Source: an optimization exercise on an open RTL-to-GDS flow (aim: small area and a short achievable clock period). Production flows keep margins and buffers that such runs may drop.
At most, simulation tests tie the RTL to the original design; equivalence was not proved.
No activity file was given, so power comes from the tool's default toggle rates.

build 42:
Design pantry, start of the top module:
module pantry (
    input  wire        clk,
    input  wire        rst,
    input  wire        cmd_valid,
    input  wire [2:0]  cmd_op,
    input  wire [2:0]  cmd_queue,
    input  wire [31:0] cmd_data,
    output reg         resp_valid,
    output reg  [31:0] resp_data,
    output reg  [15:0] resp_payload,
    output wire [5:0]  pool_free,
    output wire        pool_exhausted,
    output wire [4:0]  reserve_total,
    output reg  [15:0] overrun_count,
    output reg  [15:0] reclaimed_count,
    output wire [7:0]  q_nonempty,
    output wire [7:0]  q_full
);
Settings: LEC_CHECK=0, CAP_MARGIN=20, CORE_MARGIN=2, CORE_UTILIZATION=40, PLACE_DENSITY=0.6, SLEW_MARGIN=20; clock period 30.0 ns.
standard.sh (not shown) runs the stock make flow with config.mk's settings and CLKGATE_MAP_FILE= SYNTH_SCRIPT=/design/flow/synth_recipe.tcl, a recipe that flattens the netlist after the stock synthesis.
==> flow/flow/run.sh <==
#!/bin/bash
bash standard.sh SETUP_SLACK_MARGIN=21 TNS_END_PERCENT=100 finish > standard.log 2>&1
Setup changes, build 42 to trial 10
--- a/flow/design.v
+++ b/flow/design.v
@@ -194,23 +194,24 @@
     wire [NC-1:0] sel = (is_pop ? head_eff : 32'd0) & cq_match;
     reg [36:0] rd;
     always @(*) begin
         rd = 37'd0;
         for (i = 0; i < NC; i = i + 1)
             rd = rd | (sel[i] ? {cell_link[i], cell_data[i]} : 37'd0);
     end
+    wire [4:0] rlim_b = 5'd16 - rt_r;
     reg [4:0] rlim [0:NQ-1];
     always @(*)
         for (i = 0; i < NQ; i = i + 1)
-            rlim[i] = 5'd16 - rt_r + {1'b0, reserve[i]};
+            rlim[i] = add7({2'b00, rlim_b}, {3'b000, reserve[i]}, 1'b0);
     wire [4:0] rlim_q = rlim[q];
     wire [2:0]  fld   = cmd_data[18:16];
     wire [15:0] v     = cmd_data[15:0];
     wire        v_hi0 = (v[15:6] == 10'd0);
-    wire [6:0]  rt_y  = add7({3'b001, v[3:0]}, ~{2'b00, rlim_q}, 1'b1);
+    wire [6:0]  rt_y  = add7(add7({2'b00, rt_r}, {3'b000, v[3:0]}, 1'b0), ~{3'b000, rq}, 1'b1);
     reg         cfg_ok;
     always @(*) begin
         case (fld)
             3'd0: cfg_ok = v_hi0 && v[5:0] != 6'd0 && (!v[5] || v[4:0] == 5'd0);
             3'd1: cfg_ok = (v[15:4] == 12'd0) && (!v[3] || v[2:0] == 3'd0) && !neq
                         && !lt6({1'b0, rlim_q}, {2'b00, v[3:0]});
             3'd2: cfg_ok = (v == 16'd0) || (v_hi0 && lt6(lwq, v[5:0]) && !lt6(dq, v[5:0]));
==> comparison <==
Number of signal-net buffers in the layout of trial 10 exceeds that of build 42 by more than 10%.
Diff build 42 -> trial 10: fraction of the yosys area taken by sequential cells saw a decrease, die area saw an increase, final non-filler cell total saw an increase, worst setup slack before clock tree synthesis saw an increase, global-route wire length before repair saw an increase.
In trial 10, the worst hold slack came out 17 ps below the value in build 42.
Comparing the two runs side by side, trial 10 comes out ahead of build 42 on final period demand of the worst path.
In the tables for trial 10 and build 42, clock power share reads higher with build 42.
On global-route usage: trial 10 sits above build 42.
No functional check of the RTL was part of any run of this note.

--- another note on this design; it stands on its own ---

// pantry
module pantry (
    input  wire        clk,
    input  wire        rst,
    input  wire        cmd_valid,
    input  wire [2:0]  cmd_op,
    input  wire [2:0]  cmd_queue,
    input  wire [31:0] cmd_data,
    output reg         resp_valid,
    output reg  [31:0] resp_data,
    output reg  [15:0] resp_payload,
    output wire [5:0]  pool_free,
    output wire        pool_exhausted,
    output wire [4:0]  reserve_total,
    output reg  [15:0] overrun_count,
    output reg  [15:0] reclaimed_count,
    output wire [7:0]  q_nonempty,
    output wire [7:0]  q_full
);
Size in the first run: roughly 5400 cells after synthesis, ~2000 flip-flops, roughly 150 I/O pins.
==> flow/config.mk <==
export PLATFORM = sky130hd
export DESIGN_NAME = pantry
export DESIGN_NICKNAME = pantry
export VERILOG_FILES = /design/flow/design.v
export SDC_FILE = /design/flow/constraint.sdc
export NUM_CORES = 4
export LEC_CHECK = 0
export CAP_MARGIN = 20
export CORE_MARGIN = 2
export CORE_UTILIZATION = 50
export CTS_CLUSTER_DIAMETER = 70
export CTS_CLUSTER_SIZE = 22
export PLACE_DENSITY = 0.7
export SLEW_MARGIN = 20
==> flow/constraint.sdc <==
create_clock -name core_clock -period 30.0 [get_ports {clk}]
set_input_delay 6.0000 -clock core_clock [delete_from_list [all_inputs] [get_ports {clk}]]
set_output_delay 6.0000 -clock core_clock [all_outputs]
set_load 0.01 [all_outputs]
standard.sh (not shown) runs the stock make flow with config.mk's settings and CLKGATE_MAP_FILE= SYNTH_SCRIPT=/design/flow/synth_recipe.tcl, a recipe that flattens the netlist after the stock synthesis.
==> flow/flow/run.sh <==
#!/bin/bash
bash standard.sh SETUP_SLACK_MARGIN=21 TNS_END_PERCENT=100 finish > standard.log 2>&1
Change:
Settings changed: CORE_UTILIZATION 50 to 40, CTS_CLUSTER_DIAMETER 70 to 85, CTS_CLUSTER_SIZE 22 to 26, PLACE_DENSITY 0.7 to 0.6.
Critical path depth fell by 6.
Synthesized cell count does not change.
Die area increases by a quarter to a third.
Final area came out higher slightly.
Change:
Settings changed: CTS_CLUSTER_DIAMETER 85 to 70, CTS_CLUSTER_SIZE 26 to 22.
Effect: Global-route usage stays flat; wire length is about the same; setup slack is worse by 0.041 ns; cell count barely changes; combinational power fell by about 1%; utilization came out higher by 0.20 points; clock power came out higher by about 8%; synthesized cell count does not change; register-to-register slack improves by 0.21 ns; power is higher by 2.5%.
Change:
==> flow/flow/run.sh (replaced) <==
#!/bin/bash
bash standard.sh SETUP_SLACK_MARGIN=20.3 TNS_END_PERCENT=100 finish > standard.log 2>&1
Global-route usage shrinks by 0.70 points.
Sequential share of layout area grows by 1.3 points.
Sequential power hardly moves.
Clock power stays flat.
Synthesized area is unchanged.
Power shrinks slightly.
Register-to-register slack gains 0.34 ns.
Non-clock buffer count shrinks by 105.

[re-timing with driven ports]
In the flow no input, the clock included, has a driving cell. The finished layouts below were timed again as built, in two steps. Step 1 (the two cells are an assumption about what drives the block):
set clk [get_ports {clk}]
set_driving_cell -lib_cell sky130_fd_sc_hd__clkbuf_16 $clk
set_driving_cell -lib_cell sky130_fd_sc_hd__buf_2 [delete_from_list [all_inputs] $clk]
Step 2 moves the port delays by t, midway between the first and last clock arrival at a register: inputs arrive t later, outputs are due t later. That takes back most of the time a late clock gives input paths. Slacks: ideal / step 1 / step 2; pairs: ideal / step 1.
run | t (ns) | setup WS [ns] | worst setup path after step 2
build 42 | 0.948 | 20.274 / 19.935 / 18.987 | input to register
trial 10 | 0.933 | 20.696 / 20.543 / 19.610 | input to register
the first run of note 2 | 0.855 | 20.870 / 20.638 / 19.784 | input to register
the second run of note 2 | 0.885 | 20.935 / 20.771 / 19.885 | input to register
the third run of note 2 | 0.904 | 20.893 / 20.785 / 19.881 | input to register
the fourth run of note 2 | 0.890 | 20.245 / 20.174 / 19.284 | input to register
After both steps setup and hold are still met in every run listed. The setup slack of build 42, which loses most, moves by -0.339 ns with the drivers and by -1.287 ns with both steps.
